Background: an optimization exercise with open tools, aiming at small area, a short achievable clock period and few clock cycles per item. Do not read the settings as production practice. Only simulation tests tie the RTL to the original design; equivalence was not proved.

===== design/flow/config.mk =====
export PLATFORM = sky130hd
export DESIGN_NAME = dose_pulse_engine
export DESIGN_NICKNAME = dose_pulse_engine
export VERILOG_FILES = /design/flow/design.v
export SDC_FILE = /design/flow/constraint.sdc
export NUM_CORES = 4
export LEC_CHECK = 0
export ABC_CLOCK_PERIOD_IN_PS = 4000
export CAP_MARGIN = 20
export CORE_MARGIN = 2
export CORE_UTILIZATION = 45
export PLACE_DENSITY = 0.65
export SETUP_SLACK_MARGIN = 5
export SLEW_MARGIN = 20

===== design/flow/constraint.sdc =====
create_clock -name core_clock -period 12.0 [get_ports {clk}]
set_input_delay 2.4000 -clock core_clock [delete_from_list [all_inputs] [get_ports {clk}]]
set_output_delay 2.4000 -clock core_clock [all_outputs]
set_load 0.01 [all_outputs]

===== design/flow/design.v =====
module seq_divider (
    input  wire [15:0] r,
    input  wire [1:0]  b,
    input  wire [15:0] d,
    input  wire [17:0] d3,
    output wire [1:0]  q,
    output wire [15:0] r_next
);
    wire [17:0] t  = {r, b};
    wire [18:0] s1 = {1'b0, t} - {3'd0, d};
    wire [18:0] s2 = {1'b0, t} - {2'd0, d, 1'b0};
    wire [18:0] s3 = {1'b0, t} - {1'b0, d3};
    assign q = !s3[18] ? 2'd3 : !s2[18] ? 2'd2 : !s1[18] ? 2'd1 : 2'd0;
    assign r_next = !s3[18] ? s3[15:0] : !s2[18] ? s2[15:0] : !s1[18] ? s1[15:0] : t[15:0];
endmodule
module dose_pulse_engine (
    input  wire        clk,
    input  wire        rst,
    input  wire        in_valid,
    output wire        in_ready,
    input  wire [15:0] dose,
    input  wire [16:0] stitch,
    input  wire        lead,
    input  wire        last,
    input  wire [7:0]  weight,
    input  wire [15:0] w_lead,
    input  wire [15:0] w_trim,
    input  wire [6:0]  lead_share,
    input  wire [15:0] trim_f,
    input  wire [23:0] carry_in,
    input  wire [31:0] cal,
    input  wire [13:0] gain0,
    input  wire [13:0] gain1,
    input  wire [13:0] gain2,
    input  wire [13:0] cap,
    input  wire [7:0]  min_width,
    output wire        out_valid,
    input  wire        out_ready,
    output reg  [15:0] word,
    output reg  [23:0] carry_out,
    output reg  [29:0] delivered,
    output reg  [34:0] deficit,
    output reg         cap_hit
);
    reg  h_valid, s_valid;               
    wire en = !s_valid;                  
    assign in_ready  = !s_valid;
    assign out_valid = h_valid;
    function [23:0] to_carry;
        input [35:0] u;
        reg   [35:0] c;
        begin
            c = (u + 36'd128) >> 8;
            to_carry = (c > 36'hFF_FFFF) ? 24'hFF_FFFF : c[23:0];
        end
    endfunction
    wire [15:0] r_word;
    wire [23:0] r_carry;
    wire [29:0] r_del;
    wire [34:0] r_def;
    wire        r_chit;
    reg [15:0] s0_dose;
    reg [16:0] s0_stitch;
    reg [0:0] s0_lead;
    reg [0:0] s0_last;
    reg [7:0] s0_w;
    reg [15:0] s0_W;
    reg [0:0] s0_zl;
    reg [0:0] s0_zt;
    reg [6:0] s0_ls;
    reg [15:0] s0_f;
    reg [23:0] s0_c;
    reg [15:0] s0_rate;
    reg [7:0] s0_ton_raw;
    reg [0:0] s0_ret;
    reg [13:0] s0_g0;
    reg [13:0] s0_g1;
    reg [13:0] s0_g2;
    reg [13:0] s0_cap;
    reg [7:0] s0_mw;
    always @(posedge clk) if (en) begin
        s0_dose <= dose;
        s0_stitch <= stitch;
        s0_lead <= lead;
        s0_last <= last;
        s0_w <= weight;
        s0_W <= lead ? w_lead : w_trim;
        s0_zl <= (w_lead == 16'd0);
        s0_zt <= (w_trim == 16'd0);
        s0_ls <= lead_share;
        s0_f <= trim_f;
        s0_c <= carry_in;
        s0_rate <= cal[15:0];
        s0_ton_raw <= cal[23:16];
        s0_ret <= cal[25];
        s0_g0 <= gain0;
        s0_g1 <= gain1;
        s0_g2 <= gain2;
        s0_cap <= cap;
        s0_mw <= min_width;
    end
    wire [6:0]  c1_m   = s0_lead ? (s0_zt ? 7'd100 : s0_ls) : (s0_zl ? 7'd100 : 7'd100 - s0_ls);
    wire [32:0] c1_dd  = {17'd0, s0_dose};
    wire [32:0] c1_dqf = (c1_dd << 16) + (c1_dd << 14) + (c1_dd << 11) - (c1_dd << 6) - (c1_dd << 4) - c1_dd;
    wire [9:0]  c1_dq  = c1_dqf[32:23];
    wire [8:0]  c1_tr  = {1'b0, s0_ton_raw} + 9'd2;
    wire [6:0]  c1_ton = c1_tr[8:2];
    reg [23:0] s1_A;
    reg [9:0] s1_dq;
    reg [13:0] s1_wmax;
    reg [13:0] s1_g2;
    reg [7:0] s1_mw;
    reg [0:0] s1_last;
    reg [7:0] s1_w;
    reg [23:0] s1_c;
    reg [0:0] s1_supp;
    reg [6:0] s1_ton;
    reg [0:0] s1_c99;
    reg [13:0] s1_g1;
    reg [15:0] s1_dose;
    reg [15:0] s1_FF;
    reg [15:0] s1_W;
    reg [15:0] s1_rate;
    reg [13:0] s1_g0;
    always @(posedge clk) if (en) begin
        s1_A <= s0_stitch * c1_m;
        s1_dq <= c1_dq;
        s1_wmax <= (s0_cap > {7'd0, c1_ton}) ? s0_cap - {7'd0, c1_ton} : 14'd0;
        s1_g2 <= s0_g2;
        s1_mw <= s0_mw;
        s1_last <= s0_last;
        s1_w <= s0_w;
        s1_c <= s0_c;
        s1_supp <= s0_ret | (s0_rate == 16'd0);
        s1_ton <= c1_ton;
        s1_c99 <= !s0_lead;
        s1_g1 <= s0_g1;
        s1_dose <= s0_dose;
        s1_FF <= (s0_lead | s0_zl) ? 16'h4000 : s0_f;
        s1_W <= s0_W;
        s1_rate <= s0_rate;
        s1_g0 <= s0_g0;
    end
    wire [47:0] c2_aa  = {24'd0, s1_A};
    wire [47:0] c2_aqf = (c2_aa << 23) + (c2_aa << 21) + (c2_aa << 18) - (c2_aa << 13) - (c2_aa << 11)
                     - (c2_aa << 8) + (c2_aa << 4) - (c2_aa << 2) - c2_aa;
    reg [9:0] s2_dq;
    reg [13:0] s2_wmax;
    reg [6:0] s2_dr;
    reg [13:0] s2_g2;
    reg [16:0] s2_Aq;
    reg [7:0] s2_mw;
    reg [0:0] s2_last;
    reg [7:0] s2_w;
    reg [23:0] s2_c;
    reg [0:0] s2_supp;
    reg [6:0] s2_ton;
    reg [0:0] s2_c99;
    reg [6:0] s2_Alo;
    reg [13:0] s2_g1;
    reg [15:0] s2_dose;
    reg [15:0] s2_FF;
    reg [15:0] s2_W;
    reg [15:0] s2_rate;
    reg [13:0] s2_g0;
    always @(posedge clk) if (en) begin
        s2_dq <= s1_dq;
        s2_wmax <= s1_wmax;
        s2_dr <= s1_dose[6:0] - s1_dq[6:0] * 7'd100;
        s2_g2 <= s1_g2;
        s2_Aq <= c2_aqf[46:30];
        s2_mw <= s1_mw;
        s2_last <= s1_last;
        s2_w <= s1_w;
        s2_c <= s1_c;
        s2_supp <= s1_supp;
        s2_ton <= s1_ton;
        s2_c99 <= s1_c99;
        s2_Alo <= s1_A[6:0];
        s2_g1 <= s1_g1;
        s2_dose <= s1_dose;
        s2_FF <= s1_FF;
        s2_W <= s1_W;
        s2_rate <= s1_rate;
        s2_g0 <= s1_g0;
    end
    wire [6:0] c3_ar = s2_Alo - s2_Aq[6:0] * 7'd100;          
    reg [31:0] s3_X;
    reg [13:0] s3_wmax;
    reg [16:0] s3_Y2;
    reg [13:0] s3_g2;
    reg [13:0] s3_y;
    reg [7:0] s3_mw;
    reg [0:0] s3_last;
    reg [7:0] s3_w;
    reg [23:0] s3_c;
    reg [0:0] s3_supp;
    reg [6:0] s3_ton;
    reg [13:0] s3_g1;
    reg [15:0] s3_FF;
    reg [15:0] s3_W;
    reg [15:0] s3_rate;
    reg [13:0] s3_g0;
    always @(posedge clk) if (en) begin
        s3_X <= s2_dose * s2_Aq;
        s3_wmax <= s2_wmax;
        s3_Y2 <= s2_dq * c3_ar;
        s3_g2 <= s2_g2;
        s3_y <= s2_dr * c3_ar + (s2_c99 ? 14'd99 : 14'd0);
        s3_mw <= s2_mw;
        s3_last <= s2_last;
        s3_w <= s2_w;
        s3_c <= s2_c;
        s3_supp <= s2_supp;
        s3_ton <= s2_ton;
        s3_g1 <= s2_g1;
        s3_FF <= s2_FF;
        s3_W <= s2_W;
        s3_rate <= s2_rate;
        s3_g0 <= s2_g0;
    end
    wire [28:0] c4_yy  = {15'd0, s3_y};
    wire [28:0] c4_yqf = (c4_yy << 14) + (c4_yy << 12) + (c4_yy << 9) - (c4_yy << 4) - (c4_yy << 2);
    reg [6:0] s4_yq;
    reg [13:0] s4_wmax;
    reg [13:0] s4_g2;
    reg [7:0] s4_mw;
    reg [0:0] s4_last;
    reg [31:0] s4_XY;
    reg [7:0] s4_w;
    reg [23:0] s4_c;
    reg [0:0] s4_supp;
    reg [6:0] s4_ton;
    reg [13:0] s4_g1;
    reg [15:0] s4_FF;
    reg [15:0] s4_W;
    reg [15:0] s4_rate;
    reg [13:0] s4_g0;
    always @(posedge clk) if (en) begin
        s4_yq <= c4_yqf[27:21];
        s4_wmax <= s3_wmax;
        s4_g2 <= s3_g2;
        s4_mw <= s3_mw;
        s4_last <= s3_last;
        s4_XY <= s3_X + {15'd0, s3_Y2};
        s4_w <= s3_w;
        s4_c <= s3_c;
        s4_supp <= s3_supp;
        s4_ton <= s3_ton;
        s4_g1 <= s3_g1;
        s4_FF <= s3_FF;
        s4_W <= s3_W;
        s4_rate <= s3_rate;
        s4_g0 <= s3_g0;
    end
    reg [31:0] s5_x1;
    reg [13:0] s5_wmax;
    reg [13:0] s5_g2;
    reg [7:0] s5_mw;
    reg [0:0] s5_last;
    reg [7:0] s5_w;
    reg [23:0] s5_c;
    reg [0:0] s5_supp;
    reg [6:0] s5_ton;
    reg [13:0] s5_g1;
    reg [15:0] s5_FF;
    reg [15:0] s5_W;
    reg [15:0] s5_rate;
    reg [13:0] s5_g0;
    always @(posedge clk) if (en) begin
        s5_x1 <= s4_XY + {25'd0, s4_yq};
        s5_wmax <= s4_wmax;
        s5_g2 <= s4_g2;
        s5_mw <= s4_mw;
        s5_last <= s4_last;
        s5_w <= s4_w;
        s5_c <= s4_c;
        s5_supp <= s4_supp;
        s5_ton <= s4_ton;
        s5_g1 <= s4_g1;
        s5_FF <= s4_FF;
        s5_W <= s4_W;
        s5_rate <= s4_rate;
        s5_g0 <= s4_g0;
    end
    wire [47:0] c6_xf = s5_x1 * s5_FF;
    reg [13:0] s6_wmax;
    reg [33:0] s6_x;
    reg [13:0] s6_g2;
    reg [7:0] s6_mw;
    reg [0:0] s6_last;
    reg [7:0] s6_w;
    reg [23:0] s6_c;
    reg [0:0] s6_supp;
    reg [6:0] s6_ton;
    reg [13:0] s6_g1;
    reg [15:0] s6_W;
    reg [15:0] s6_rate;
    reg [13:0] s6_g0;
    always @(posedge clk) if (en) begin
        s6_wmax <= s5_wmax;
        s6_x <= c6_xf[47:14];
        s6_g2 <= s5_g2;
        s6_mw <= s5_mw;
        s6_last <= s5_last;
        s6_w <= s5_w;
        s6_c <= s5_c;
        s6_supp <= s5_supp;
        s6_ton <= s5_ton;
        s6_g1 <= s5_g1;
        s6_W <= s5_W;
        s6_rate <= s5_rate;
        s6_g0 <= s5_g0;
    end
    wire [41:0] c7_n = s6_x * s6_w + {27'd0, s6_W[15:1]};
    reg [33:0] s7_Z;
    reg [13:0] s7_wmax;
    reg [13:0] s7_g2;
    reg [7:0] s7_mw;
    reg [15:0] s7_D;
    reg [17:0] s7_D3;
    reg [0:0] s7_last;
    reg [23:0] s7_c;
    reg [15:0] s7_R;
    reg [0:0] s7_supp;
    reg [6:0] s7_ton;
    reg [13:0] s7_g1;
    reg [15:0] s7_rate;
    reg [13:0] s7_g0;
    always @(posedge clk) if (en) begin
        s7_Z <= c7_n[33:0];
        s7_wmax <= s6_wmax;
        s7_g2 <= s6_g2;
        s7_mw <= s6_mw;
        s7_D <= s6_W;
        s7_D3 <= {2'b0, s6_W} + {1'b0, s6_W, 1'b0};
        s7_last <= s6_last;
        s7_c <= s6_c;
        s7_R <= {8'd0, c7_n[41:34]};
        s7_supp <= s6_supp;
        s7_ton <= s6_ton;
        s7_g1 <= s6_g1;
        s7_rate <= s6_rate;
        s7_g0 <= s6_g0;
    end
    wire [15:0] c8_r0; wire [1:0] c8_q0;
    seq_divider c8_u0 (.r(s7_R), .b(s7_Z[33:32]), .d(s7_D), .d3(s7_D3), .q(c8_q0), .r_next(c8_r0));
    wire [15:0] c8_r1; wire [1:0] c8_q1;
    seq_divider c8_u1 (.r(c8_r0), .b(s7_Z[31:30]), .d(s7_D), .d3(s7_D3), .q(c8_q1), .r_next(c8_r1));
    reg [33:0] s8_Z;
    reg [13:0] s8_wmax;
    reg [13:0] s8_g2;
    reg [7:0] s8_mw;
    reg [15:0] s8_D;
    reg [17:0] s8_D3;
    reg [0:0] s8_last;
    reg [23:0] s8_c;
    reg [15:0] s8_R;
    reg [0:0] s8_supp;
    reg [6:0] s8_ton;
    reg [13:0] s8_g1;
    reg [15:0] s8_rate;
    reg [13:0] s8_g0;
    always @(posedge clk) if (en) begin
        s8_Z <= {s7_Z[29:0], c8_q0, c8_q1};
        s8_wmax <= s7_wmax;
        s8_g2 <= s7_g2;
        s8_mw <= s7_mw;
        s8_D <= s7_D;
        s8_D3 <= s7_D3;
        s8_last <= s7_last;
        s8_c <= s7_c;
        s8_R <= c8_r1;
        s8_supp <= s7_supp;
        s8_ton <= s7_ton;
        s8_g1 <= s7_g1;
        s8_rate <= s7_rate;
        s8_g0 <= s7_g0;
    end
    wire [15:0] c9_r0; wire [1:0] c9_q0;
    seq_divider c9_u0 (.r(s8_R), .b(s8_Z[33:32]), .d(s8_D), .d3(s8_D3), .q(c9_q0), .r_next(c9_r0));
    wire [15:0] c9_r1; wire [1:0] c9_q1;
    seq_divider c9_u1 (.r(c9_r0), .b(s8_Z[31:30]), .d(s8_D), .d3(s8_D3), .q(c9_q1), .r_next(c9_r1));
    reg [33:0] s9_Z;
    reg [13:0] s9_wmax;
    reg [13:0] s9_g2;
    reg [7:0] s9_mw;
    reg [15:0] s9_D;
    reg [17:0] s9_D3;
    reg [0:0] s9_last;
    reg [23:0] s9_c;
    reg [15:0] s9_R;
    reg [0:0] s9_supp;
    reg [6:0] s9_ton;
    reg [13:0] s9_g1;
    reg [15:0] s9_rate;
    reg [13:0] s9_g0;
    always @(posedge clk) if (en) begin
        s9_Z <= {s8_Z[29:0], c9_q0, c9_q1};
        s9_wmax <= s8_wmax;
        s9_g2 <= s8_g2;
        s9_mw <= s8_mw;
        s9_D <= s8_D;
        s9_D3 <= s8_D3;
        s9_last <= s8_last;
        s9_c <= s8_c;
        s9_R <= c9_r1;
        s9_supp <= s8_supp;
        s9_ton <= s8_ton;
        s9_g1 <= s8_g1;
        s9_rate <= s8_rate;
        s9_g0 <= s8_g0;
    end
    wire [15:0] c10_r0; wire [1:0] c10_q0;
    seq_divider c10_u0 (.r(s9_R), .b(s9_Z[33:32]), .d(s9_D), .d3(s9_D3), .q(c10_q0), .r_next(c10_r0));
    wire [15:0] c10_r1; wire [1:0] c10_q1;
    seq_divider c10_u1 (.r(c10_r0), .b(s9_Z[31:30]), .d(s9_D), .d3(s9_D3), .q(c10_q1), .r_next(c10_r1));
    reg [33:0] s10_Z;
    reg [13:0] s10_wmax;
    reg [13:0] s10_g2;
    reg [7:0] s10_mw;
    reg [15:0] s10_D;
    reg [17:0] s10_D3;
    reg [0:0] s10_last;
    reg [23:0] s10_c;
    reg [15:0] s10_R;
    reg [0:0] s10_supp;
    reg [6:0] s10_ton;
    reg [13:0] s10_g1;
    reg [15:0] s10_rate;
    reg [13:0] s10_g0;
    always @(posedge clk) if (en) begin
        s10_Z <= {s9_Z[29:0], c10_q0, c10_q1};
        s10_wmax <= s9_wmax;
        s10_g2 <= s9_g2;
        s10_mw <= s9_mw;
        s10_D <= s9_D;
        s10_D3 <= s9_D3;
        s10_last <= s9_last;
        s10_c <= s9_c;
        s10_R <= c10_r1;
        s10_supp <= s9_supp;
        s10_ton <= s9_ton;
        s10_g1 <= s9_g1;
        s10_rate <= s9_rate;
        s10_g0 <= s9_g0;
    end
    wire [15:0] c11_r0; wire [1:0] c11_q0;
    seq_divider c11_u0 (.r(s10_R), .b(s10_Z[33:32]), .d(s10_D), .d3(s10_D3), .q(c11_q0), .r_next(c11_r0));
    wire [15:0] c11_r1; wire [1:0] c11_q1;
    seq_divider c11_u1 (.r(c11_r0), .b(s10_Z[31:30]), .d(s10_D), .d3(s10_D3), .q(c11_q1), .r_next(c11_r1));
    reg [33:0] s11_Z;
    reg [13:0] s11_wmax;
    reg [13:0] s11_g2;
    reg [7:0] s11_mw;
    reg [15:0] s11_D;
    reg [17:0] s11_D3;
    reg [0:0] s11_last;
    reg [23:0] s11_c;
    reg [15:0] s11_R;
    reg [0:0] s11_supp;
    reg [6:0] s11_ton;
    reg [13:0] s11_g1;
    reg [15:0] s11_rate;
    reg [13:0] s11_g0;
    always @(posedge clk) if (en) begin
        s11_Z <= {s10_Z[29:0], c11_q0, c11_q1};
        s11_wmax <= s10_wmax;
        s11_g2 <= s10_g2;
        s11_mw <= s10_mw;
        s11_D <= s10_D;
        s11_D3 <= s10_D3;
        s11_last <= s10_last;
        s11_c <= s10_c;
        s11_R <= c11_r1;
        s11_supp <= s10_supp;
        s11_ton <= s10_ton;
        s11_g1 <= s10_g1;
        s11_rate <= s10_rate;
        s11_g0 <= s10_g0;
    end
    wire [15:0] c12_r0; wire [1:0] c12_q0;
    seq_divider c12_u0 (.r(s11_R), .b(s11_Z[33:32]), .d(s11_D), .d3(s11_D3), .q(c12_q0), .r_next(c12_r0));
    wire [15:0] c12_r1; wire [1:0] c12_q1;
    seq_divider c12_u1 (.r(c12_r0), .b(s11_Z[31:30]), .d(s11_D), .d3(s11_D3), .q(c12_q1), .r_next(c12_r1));
    reg [33:0] s12_Z;
    reg [13:0] s12_wmax;
    reg [13:0] s12_g2;
    reg [7:0] s12_mw;
    reg [15:0] s12_D;
    reg [17:0] s12_D3;
    reg [0:0] s12_last;
    reg [23:0] s12_c;
    reg [15:0] s12_R;
    reg [0:0] s12_supp;
    reg [6:0] s12_ton;
    reg [13:0] s12_g1;
    reg [15:0] s12_rate;
    reg [13:0] s12_g0;
    always @(posedge clk) if (en) begin
        s12_Z <= {s11_Z[29:0], c12_q0, c12_q1};
        s12_wmax <= s11_wmax;
        s12_g2 <= s11_g2;
        s12_mw <= s11_mw;
        s12_D <= s11_D;
        s12_D3 <= s11_D3;
        s12_last <= s11_last;
        s12_c <= s11_c;
        s12_R <= c12_r1;
        s12_supp <= s11_supp;
        s12_ton <= s11_ton;
        s12_g1 <= s11_g1;
        s12_rate <= s11_rate;
        s12_g0 <= s11_g0;
    end
    wire [15:0] c13_r0; wire [1:0] c13_q0;
    seq_divider c13_u0 (.r(s12_R), .b(s12_Z[33:32]), .d(s12_D), .d3(s12_D3), .q(c13_q0), .r_next(c13_r0));
    wire [15:0] c13_r1; wire [1:0] c13_q1;
    seq_divider c13_u1 (.r(c13_r0), .b(s12_Z[31:30]), .d(s12_D), .d3(s12_D3), .q(c13_q1), .r_next(c13_r1));
    reg [33:0] s13_Z;
    reg [13:0] s13_wmax;
    reg [13:0] s13_g2;
    reg [7:0] s13_mw;
    reg [15:0] s13_D;
    reg [17:0] s13_D3;
    reg [0:0] s13_last;
    reg [23:0] s13_c;
    reg [15:0] s13_R;
    reg [0:0] s13_supp;
    reg [6:0] s13_ton;
    reg [13:0] s13_g1;
    reg [15:0] s13_rate;
    reg [13:0] s13_g0;
    always @(posedge clk) if (en) begin
        s13_Z <= {s12_Z[29:0], c13_q0, c13_q1};
        s13_wmax <= s12_wmax;
        s13_g2 <= s12_g2;
        s13_mw <= s12_mw;
        s13_D <= s12_D;
        s13_D3 <= s12_D3;
        s13_last <= s12_last;
        s13_c <= s12_c;
        s13_R <= c13_r1;
        s13_supp <= s12_supp;
        s13_ton <= s12_ton;
        s13_g1 <= s12_g1;
        s13_rate <= s12_rate;
        s13_g0 <= s12_g0;
    end
    wire [15:0] c14_r0; wire [1:0] c14_q0;
    seq_divider c14_u0 (.r(s13_R), .b(s13_Z[33:32]), .d(s13_D), .d3(s13_D3), .q(c14_q0), .r_next(c14_r0));
    wire [15:0] c14_r1; wire [1:0] c14_q1;
    seq_divider c14_u1 (.r(c14_r0), .b(s13_Z[31:30]), .d(s13_D), .d3(s13_D3), .q(c14_q1), .r_next(c14_r1));
    wire [29:0] c14_r0f = s13_rate * s13_g0;
    wire [29:0] c14_r1f = s13_rate * s13_g1;
    wire [29:0] c14_r2f = s13_rate * s13_g2;
    reg [15:0] s14_r0;
    reg [33:0] s14_Z;
    reg [13:0] s14_wmax;
    reg [7:0] s14_mw;
    reg [15:0] s14_D;
    reg [14:0] s14_wm1;
    reg [17:0] s14_D3;
    reg [15:0] s14_r2;
    reg [0:0] s14_last;
    reg [15:0] s14_r1;
    reg [23:0] s14_c;
    reg [15:0] s14_R;
    reg [0:0] s14_supp;
    reg [6:0] s14_ton;
    reg [15:0] s14_rate;
    always @(posedge clk) if (en) begin
        s14_r0 <= c14_r0f[29:14];
        s14_Z <= {s13_Z[29:0], c14_q0, c14_q1};
        s14_wmax <= s13_wmax;
        s14_mw <= s13_mw;
        s14_D <= s13_D;
        s14_wm1 <= {1'b0, s13_wmax} + 15'd1;
        s14_D3 <= s13_D3;
        s14_r2 <= c14_r2f[29:14];
        s14_last <= s13_last;
        s14_r1 <= c14_r1f[29:14];
        s14_c <= s13_c;
        s14_R <= c14_r1;
        s14_supp <= s13_supp;
        s14_ton <= s13_ton;
        s14_rate <= s13_rate;
    end
    wire [15:0] c15_r0; wire [1:0] c15_q0;
    seq_divider c15_u0 (.r(s14_R), .b(s14_Z[33:32]), .d(s14_D), .d3(s14_D3), .q(c15_q0), .r_next(c15_r0));
    wire [15:0] c15_r1; wire [1:0] c15_q1;
    seq_divider c15_u1 (.r(c15_r0), .b(s14_Z[31:30]), .d(s14_D), .d3(s14_D3), .q(c15_q1), .r_next(c15_r1));
    reg [15:0] s15_r0;
    reg [17:0] s15_q1;
    reg [17:0] s15_q2;
    reg [33:0] s15_Z;
    reg [30:0] s15_T3;
    reg [30:0] s15_T2;
    reg [13:0] s15_wmax;
    reg [17:0] s15_q3;
    reg [7:0] s15_mw;
    reg [15:0] s15_D;
    reg [17:0] s15_D3;
    reg [15:0] s15_r2;
    reg [30:0] s15_T0;
    reg [0:0] s15_last;
    reg [15:0] s15_r1;
    reg [0:0] s15_supp;
    reg [23:0] s15_c;
    reg [15:0] s15_R;
    reg [6:0] s15_ton;
    reg [17:0] s15_q0;
    reg [15:0] s15_rate;
    reg [30:0] s15_T1;
    always @(posedge clk) if (en) begin
        s15_r0 <= s14_r0;
        s15_q1 <= {2'b0, s14_r1} + {1'b0, s14_r1, 1'b0};
        s15_q2 <= {2'b0, s14_r2} + {1'b0, s14_r2, 1'b0};
        s15_Z <= {s14_Z[29:0], c15_q0, c15_q1};
        s15_T3 <= s14_wm1 * s14_rate;
        s15_T2 <= s14_wm1 * s14_r2;
        s15_wmax <= s14_wmax;
        s15_q3 <= {2'b0, s14_rate} + {1'b0, s14_rate, 1'b0};
        s15_mw <= s14_mw;
        s15_D <= s14_D;
        s15_D3 <= s14_D3;
        s15_r2 <= s14_r2;
        s15_T0 <= s14_wm1 * s14_r0;
        s15_last <= s14_last;
        s15_r1 <= s14_r1;
        s15_supp <= s14_supp;
        s15_c <= s14_c;
        s15_R <= c15_r1;
        s15_ton <= s14_ton;
        s15_q0 <= {2'b0, s14_r0} + {1'b0, s14_r0, 1'b0};
        s15_rate <= s14_rate;
        s15_T1 <= s14_wm1 * s14_r1;
    end
    wire [15:0] c16_rr; wire [1:0] c16_q;
    seq_divider c16_u (.r(s15_R), .b(s15_Z[33:32]), .d(s15_D), .d3(s15_D3), .q(c16_q), .r_next(c16_rr));
    wire [36:0] c16_x0 = {3'b0, s15_Z[31:0], 2'b0} + {5'd0, s15_c, 8'd0} - {6'd0, s15_T0};
    wire c16_cy0 = ({1'b0, c16_x0[1:0]} + {1'b0, c16_q}) >= 3'd4;
    wire c16_f0 = c16_cy0 ? (c16_x0[36] & ~&c16_x0[35:2]) : c16_x0[36];
    wire [36:0] c16_x1 = {3'b0, s15_Z[31:0], 2'b0} + {5'd0, s15_c, 8'd0} - {6'd0, s15_T1};
    wire c16_cy1 = ({1'b0, c16_x1[1:0]} + {1'b0, c16_q}) >= 3'd4;
    wire c16_f1 = c16_cy1 ? (c16_x1[36] & ~&c16_x1[35:2]) : c16_x1[36];
    wire [36:0] c16_x2 = {3'b0, s15_Z[31:0], 2'b0} + {5'd0, s15_c, 8'd0} - {6'd0, s15_T2};
    wire c16_cy2 = ({1'b0, c16_x2[1:0]} + {1'b0, c16_q}) >= 3'd4;
    wire c16_f2 = c16_cy2 ? (c16_x2[36] & ~&c16_x2[35:2]) : c16_x2[36];
    wire [36:0] c16_x3 = {3'b0, s15_Z[31:0], 2'b0} + {5'd0, s15_c, 8'd0} - {6'd0, s15_T3};
    wire c16_cy3 = ({1'b0, c16_x3[1:0]} + {1'b0, c16_q}) >= 3'd4;
    wire c16_f3 = c16_cy3 ? (c16_x3[36] & ~&c16_x3[35:2]) : c16_x3[36];
    wire [15:0] c16_r = c16_f0 ? s15_r0 : c16_f1 ? s15_r1 : c16_f2 ? s15_r2 : s15_rate;
    reg [0:0] s16_capd;
    reg [1:0] s16_lv;
    reg [13:0] s16_wmax;
    reg [29:0] s16_dcap;
    reg [34:0] s16_e;
    reg [7:0] s16_mw;
    reg [15:0] s16_rs;
    reg [17:0] s16_rs3;
    reg [0:0] s16_last;
    reg [0:0] s16_supp;
    reg [6:0] s16_ton;
    always @(posedge clk) if (en) begin
        s16_capd <= !(c16_f0 | c16_f1 | c16_f2 | c16_f3);
        s16_lv <= c16_f0 ? 2'd0 : c16_f1 ? 2'd1 : c16_f2 ? 2'd2 : 2'd3;
        s16_wmax <= s15_wmax;
        s16_dcap <= s15_T3[29:0] - {14'd0, s15_rate};
        s16_e <= {{1'b0, s15_Z[31:0]} + {9'd0, s15_c, 6'd0}, c16_q};
        s16_mw <= s15_mw;
        s16_rs <= c16_r;
        s16_rs3 <= c16_f0 ? s15_q0 : c16_f1 ? s15_q1 : c16_f2 ? s15_q2 : s15_q3;
        s16_last <= s15_last;
        s16_supp <= s15_supp;
        s16_ton <= s15_ton;
    end
    wire [15:0] c17_r0; wire [1:0] c17_q0;
    seq_divider c17_u0 (.r(s16_e[29:14]), .b(s16_e[13:12]), .d(s16_rs), .d3(s16_rs3), .q(c17_q0), .r_next(c17_r0));
    wire [15:0] c17_r1; wire [1:0] c17_q1;
    seq_divider c17_u1 (.r(c17_r0), .b(s16_e[11:10]), .d(s16_rs), .d3(s16_rs3), .q(c17_q1), .r_next(c17_r1));
    wire [23:0] c17_mwr = s16_mw * s16_rs;
    reg [0:0] s17_half;
    reg [0:0] s17_capd;
    reg [1:0] s17_lv;
    reg [13:0] s17_wmax;
    reg [29:0] s17_alt;
    reg [13:0] s17_wZ;
    reg [34:0] s17_e;
    reg [7:0] s17_mw;
    reg [15:0] s17_rs;
    reg [17:0] s17_rs3;
    reg [0:0] s17_last;
    reg [0:0] s17_supp;
    reg [6:0] s17_ton;
    reg [15:0] s17_wR;
    always @(posedge clk) if (en) begin
        s17_half <= {s16_e, 1'b0} >= {12'd0, c17_mwr};
        s17_capd <= s16_capd;
        s17_lv <= s16_lv;
        s17_wmax <= s16_wmax;
        s17_alt <= s16_capd ? s16_dcap : {6'd0, c17_mwr};
        s17_wZ <= {s16_e[9:0], c17_q0, c17_q1};
        s17_e <= s16_e;
        s17_mw <= s16_mw;
        s17_rs <= s16_rs;
        s17_rs3 <= s16_rs3;
        s17_last <= s16_last;
        s17_supp <= s16_supp;
        s17_ton <= s16_ton;
        s17_wR <= c17_r1;
    end
    wire [15:0] c18_r0; wire [1:0] c18_q0;
    seq_divider c18_u0 (.r(s17_wR), .b(s17_wZ[13:12]), .d(s17_rs), .d3(s17_rs3), .q(c18_q0), .r_next(c18_r0));
    wire [15:0] c18_r1; wire [1:0] c18_q1;
    seq_divider c18_u1 (.r(c18_r0), .b(s17_wZ[11:10]), .d(s17_rs), .d3(s17_rs3), .q(c18_q1), .r_next(c18_r1));
    reg [0:0] s18_half;
    reg [0:0] s18_capd;
    reg [1:0] s18_lv;
    reg [13:0] s18_wmax;
    reg [29:0] s18_alt;
    reg [13:0] s18_wZ;
    reg [34:0] s18_e;
    reg [7:0] s18_mw;
    reg [15:0] s18_rs;
    reg [17:0] s18_rs3;
    reg [0:0] s18_last;
    reg [0:0] s18_supp;
    reg [6:0] s18_ton;
    reg [15:0] s18_wR;
    always @(posedge clk) if (en) begin
        s18_half <= s17_half;
        s18_capd <= s17_capd;
        s18_lv <= s17_lv;
        s18_wmax <= s17_wmax;
        s18_alt <= s17_alt;
        s18_wZ <= {s17_wZ[9:0], c18_q0, c18_q1};
        s18_e <= s17_e;
        s18_mw <= s17_mw;
        s18_rs <= s17_rs;
        s18_rs3 <= s17_rs3;
        s18_last <= s17_last;
        s18_supp <= s17_supp;
        s18_ton <= s17_ton;
        s18_wR <= c18_r1;
    end
    wire [15:0] c19_r0; wire [1:0] c19_q0;
    seq_divider c19_u0 (.r(s18_wR), .b(s18_wZ[13:12]), .d(s18_rs), .d3(s18_rs3), .q(c19_q0), .r_next(c19_r0));
    wire [15:0] c19_r1; wire [1:0] c19_q1;
    seq_divider c19_u1 (.r(c19_r0), .b(s18_wZ[11:10]), .d(s18_rs), .d3(s18_rs3), .q(c19_q1), .r_next(c19_r1));
    reg [0:0] s19_half;
    reg [0:0] s19_capd;
    reg [1:0] s19_lv;
    reg [13:0] s19_wmax;
    reg [29:0] s19_alt;
    reg [13:0] s19_wZ;
    reg [34:0] s19_e;
    reg [7:0] s19_mw;
    reg [15:0] s19_rs;
    reg [17:0] s19_rs3;
    reg [0:0] s19_last;
    reg [0:0] s19_supp;
    reg [6:0] s19_ton;
    reg [15:0] s19_wR;
    always @(posedge clk) if (en) begin
        s19_half <= s18_half;
        s19_capd <= s18_capd;
        s19_lv <= s18_lv;
        s19_wmax <= s18_wmax;
        s19_alt <= s18_alt;
        s19_wZ <= {s18_wZ[9:0], c19_q0, c19_q1};
        s19_e <= s18_e;
        s19_mw <= s18_mw;
        s19_rs <= s18_rs;
        s19_rs3 <= s18_rs3;
        s19_last <= s18_last;
        s19_supp <= s18_supp;
        s19_ton <= s18_ton;
        s19_wR <= c19_r1;
    end
    wire [15:0] c20_r0; wire [1:0] c20_q0;
    seq_divider c20_u0 (.r(s19_wR), .b(s19_wZ[13:12]), .d(s19_rs), .d3(s19_rs3), .q(c20_q0), .r_next(c20_r0));
    wire [13:0] c20_wq   = {s19_wZ[11:0], c20_q0};
    wire [13:0] c20_wfit = s19_capd ? s19_wmax : c20_wq;
    wire        c20_blw  = c20_wfit < {6'd0, s19_mw};
    wire        c20_useF = !s19_supp & !s19_capd & !c20_blw;
    wire        c20_rais = s19_last & s19_half & (s19_wmax >= {6'd0, s19_mw});
    wire        c20_useA = !s19_supp & (c20_blw ? c20_rais : s19_capd);
    wire [35:0] c20_ea  = {1'b0, s19_e} - {6'd0, s19_alt};
    wire [35:0] c20_eap = c20_ea[35] ? 36'd0 : c20_ea;
    reg [34:0] s20_ea;
    reg [0:0] s20_half;
    reg [23:0] s20_cz;
    reg [0:0] s20_useF;
    reg [34:0] s20_e;
    reg [0:0] s20_capd;
    reg [23:0] s20_ca;
    reg [13:0] s20_wid;
    reg [1:0] s20_lv;
    reg [0:0] s20_last;
    reg [0:0] s20_useA;
    reg [29:0] s20_alt;
    reg [15:0] s20_rem;
    reg [0:0] s20_supp;
    reg [6:0] s20_ton;
    always @(posedge clk) if (en) begin
        s20_ea <= c20_ea[34:0];
        s20_half <= s19_half;
        s20_cz <= to_carry({1'b0, s19_e});
        s20_useF <= c20_useF;
        s20_e <= s19_e;
        s20_capd <= s19_capd;
        s20_ca <= to_carry(c20_eap);
        s20_wid <= c20_useF ? c20_wq : c20_useA ? (s19_capd ? s19_wmax : {6'd0, s19_mw}) : 14'd0;
        s20_lv <= s19_lv;
        s20_last <= s19_last;
        s20_useA <= c20_useA;
        s20_alt <= s19_alt;
        s20_rem <= c20_r0;
        s20_supp <= s19_supp;
        s20_ton <= s19_ton;
    end
    wire [34:0] c21_del  = s20_e - {19'd0, s20_rem};
    wire [34:0] c21_left = s20_useF ? {19'd0, s20_rem} : s20_useA ? s20_ea : s20_e;
    wire        c21_w0   = (s20_wid == 14'd0);
    wire [13:0] c21_wt   = s20_wid + {7'd0, s20_ton};
    assign r_chit  = s20_last & !s20_supp & (s20_capd | (c21_w0 & s20_half));
    assign r_word  = c21_w0 ? 16'd0 : {s20_lv, c21_wt};
    assign r_carry = s20_last ? 24'd0 : s20_useF ? to_carry({20'd0, s20_rem}) : s20_useA ? s20_ca : s20_cz;
    assign r_del   = s20_useF ? c21_del[29:0] : s20_useA ? s20_alt[29:0] : 30'd0;
    assign r_def   = (s20_last & (s20_supp | r_chit)) ? c21_left : 35'd0;
    reg [20:0] v;
    always @(posedge clk) begin
        if (rst) v <= 21'd0;
        else if (en) v <= {v[19:0], in_valid};
    end
    wire r_valid = v[20];
    reg [15:0] b_word; reg [23:0] b_carry; reg [29:0] b_del; reg [34:0] b_def; reg b_chit;
    wire take = h_valid & out_ready;
    always @(posedge clk) begin
        if (rst) begin
            h_valid <= 1'b0;
            s_valid <= 1'b0;
        end else if (s_valid) begin
            if (take) s_valid <= 1'b0;
        end else begin
            if (h_valid & !take) s_valid <= r_valid;
            else h_valid <= r_valid;
        end
    end
    always @(posedge clk) begin
        if (s_valid) begin
            if (take) begin
                word <= b_word; carry_out <= b_carry; delivered <= b_del;
                deficit <= b_def; cap_hit <= b_chit;
            end
        end else if (!h_valid | take) begin
            word <= r_word; carry_out <= r_carry; delivered <= r_del;
            deficit <= r_def; cap_hit <= r_chit;
        end
        if (!s_valid) begin
            b_word <= r_word; b_carry <= r_carry; b_del <= r_del; b_def <= r_def; b_chit <= r_chit;
        end
    end
endmodule

===== design/flow/run.sh =====
#!/bin/bash
# synth_recipe.tcl (not shown) runs the flow's synth.tcl, then flattens the netlist and writes it again
# the make line also repeats each setting of config.mk as NAME=value (left out here)
make -C /OpenROAD-flow-scripts/flow DESIGN_CONFIG=/design/flow/config.mk WORK_HOME=/design/flow/orfs CLKGATE_MAP_FILE= SYNTH_SCRIPT=/design/flow/synth_recipe.tcl finish

==> results.cfg <==
[floorplanning]
core_um2 = 703700
row_count = 308
initial_utilization_pct = 45.17
die_width_um = 844.4
io_pins = 330
die_h_um = 844.4
die_area_um2 = 713100

[sta]
grt_setup_unrepaired = yes
fin_ws_ns = 5.052
report.final.hold_viol_count = 0
final_min_period_over_clock_period_pct = 57.90
setup_tns_ns = 0
finClkSkew_ns = 0.1268
finalMaxSlewViolations = 0
worstMarginPinSlew_ns = 1.137
setup_viol_count_final = 0
max_freq_mhz = 143.9
slew_headroom_pct = 23.69
fin_crit_ns = 6.948

[clock_network]
cts_buffers = 471
worstSkewPairLatency_ns = 1.14
h-tree-depth = 5
clockBufferDepth = 4
clkSinkCount = 4379
cts_tree = yes
cts_hold_buffers = 0
clockRootBuffer = clkbuf_16
clkTransAtPathRegs_ns = 0.06

[layout]
fill_cells = 61350
final_cells = 38880
layout_commonest_cell = edfxtp_1
mostFrequentLayoutCells = edfxtp_1 (4,356), inv_1 (3,774), ha_1 (2,862)
areaGrowthSynthToFinish_pct = 12.82
drive_gt1_share_pct = 8.614
nNetsFinal = 34860

[logic_synthesis]
synth_compound_area_share_pct = 9.362
synth-simple-area-share_pct = 11.15
ys_seq_area_share_pct = 41.30
synth_top_area_share_pct = 41.15
synth_top_family_by_area = adder cells
ys_types = 121
syn_avg_cell_area_um2 = 11.29
synth.area.top_cells = edfxtp_1 (41%), fa_1 (16%), ha_1 (11%), inv_1 (4.5%), nand2_1 (3.3%)
syn_nets = 33840
postSynth.asyncResetShare_pct = 0
postSynthCellCount = 28160
synth_mux_area_share_pct = 1.317
synth-main-ff-cell = edfxtp_1
synth-edff-count = 4356
synth_xor_area_share_pct = 3.961
synth_warnings = 1
synth-seq-cells = 4379
synthAdderAreaFrac_pct = 27.47
synth_area_um2 = 317900
yosysTopAreaCell = edfxtp_1

[setup_path]
crit_path_max_fanout = 6
criticalPathCategory = flop to flop
crit_path_start_kind = flop
endpoint_kind = flop
cp.arrival_ns = 7.75
cp.required_ns = 12.80

[global_routing]
grt_pass1_wl_um = 1225000
grt_max_degree = 190
grt_usage_pct = 21.81
antenna_found_initial = 69
grt_pass1_vias = 213700
gr-total-overflow = 0

[detailed_routing]
ant_nets = 0
first_pass_iters = 8
wl_per_cell_um = 20.41
drc = 0
via_count = 210600
via_per_inst = 5.418
drt-initial-drc-count = 15860
routed_wl_um = 793400

[placed_design]
io_buffers = 321
placed_cells = 37320
place.gp.congestion = 0.9068
pre_cts_ws_ns = 3.280
dpl.hpwl_um = 574100

[min_path]
hp-class = flop to flop

[run_status]
status = finished clean

[run]
maxCapViolations = 0
[logic make-up (layout without fill, tap and decap cells)]
logic type                 count (synthesis)  count (layout)
and+or+nand+nor                         7362            7364
adders and majority gates               5453            5453
buffers and inverters                   4573            5976
AOI/OAI and AO/OA                       4558            4558
DFF                                     4379            4379
xor gates and xnor gates                1435            1435
muxes                                    403             403
other                                      0               9
[final timing paths]
check	startpoint	to	slack [ns]	cells after the start
setup / recovery	s5_FF[5]	s6_x[33]	5.05	27
setup reg to reg	s5_FF[5]	s6_x[33]	5.05	27
hold / removal	s8_Z[0]	s9_Z[4]	0.38	0
hold reg to reg	s8_Z[0]	s9_Z[4]	0.38	0
[metal layers]
layer / up-vias / share of wire (%) / track usage [%]
met5: - / 0.0058 / 0
met4: 6 / 4.4 / 7.868
met3: 1464 / 6.4 / 2.999
met2: 6147 / 46 / 35.40
met1: 104200 / 43 / 30.06
li1: 98810 / - / -
[critical path, cell delays in order (launching register included)]
cell and delay, ns:
edfxtp_1 0.41, buf_12 0.17, nand2_2 0.06, fa_1 0.52
inv_2 0.04, fa_1 0.54, inv_2 0.04, fa_1 0.52
inv_2 0.04, fa_1 0.51, inv_1 0.05, fa_1 0.50
inv_1 0.06, fa_1 0.47, ha_4 0.19, nor4_4 0.26
nand2_1 0.11, a211oi_2 0.25, o21a_2 0.20, o21ba_4 0.18
o21a_4 0.16, a21oi_4 0.07, a41o_1 0.24, a2111oi_4 0.32
nor2_2 0.08, or4_4 0.45, a31oi_4 0.15, xnor2_1 0.07
[final cells by class]
class                   count  area [um^2]  share of cell area [%]
repair buffers           1293        12720                   3.547
diodes                      9        22.52                0.006280
well taps                9300        11640                   3.245
clock inverters           323         3846                   1.073
inverters                3821        14440                   4.027
clock buffers             538        12060                   3.363
flip-flops and latches   4379       131300                   36.61
repair inverters            1        8.758                0.002442
multi-input cells       19210       172600                   48.13
[metrics by stage]
stage / instance area (um^2) / utilization [%] / hold WS (ns)
5_1_grt: 358600 / 50.96 / 0.3734
3_3_place_gp: 332400 / 47.24 / 0.4000
2_1_floorplan: 317900 / - / 0.4003
6_report: 358600 / 50.96 / 0.3753
4_1_cts: 354000 / 50.31 / 0.3655
3_5_place_dp: 332400 / 47.24 / 0.4045
[cell usage after synthesis, types with 78 or more instances]
library cell and number:
edfxtp_1 4356, inv_1 3813, ha_1 2910, nand2_1 2829, fa_1 2543, and2_1 1334
a21oi_1 1214, nor2_1 1168, xnor2_1 977, o21ai_0 935, clkbuf_1 680, xor2_1 455
nor3_1 431, a21o_1 425, nand3_1 374, mux2i_1 281, o21a_1 278, nor2b_1 276
nand2b_1 268, a211oi_1 256, o21bai_1 155, or3_1 132, a31oi_1 125, a21boi_0 123
and3_1 121, mux2_2 120, o31ai_1 113, o211ai_1 111, nand4_1 100, o221ai_1 94
or2_2 78
[flip-flops by register name, indices dropped and copies added, names as in the netlist, 35 cells and up]
register  flops
b_def        35
deficit      35
s16_e        35
s20_e        35
s20_ea       35
[what timing repair did]
item | 4_1_cts | 5_1_grt
cloned | 26 | 15
resized for setup | 413 | 556
setup buffers | 388 | 262
endpoints found under the setup margin | 340 | 301
pin swaps | 82 | 232
Testbench counts, summed over its fixed seeds: cycles 3,376, items 3,200.

-- re-timing with driven ports --
The results above use ideal ports. As a check the final layout listed here was re-extracted and re-timed, cells and wires unchanged. Step 1 assumes that a clkbuf_16 drives the clock port and a buf_2 every other input. Step 2 also shifts input and output timing later by t, the mid clock arrival at the registers, as if the neighbouring blocks saw the same clock. Slacks: ideal ports / drivers / drivers and shift; pairs: ideal ports / drivers.
t (ns): 1.200
setup WS [ns]: 5.052 / 5.052 / 5.052
worst data-port slew with drivers (ns): 0.13
After both steps setup and hold are still met in this run. For this run, drivers alone change the setup slack by 0.000 ns; drivers and shift together by 0.000 ns.
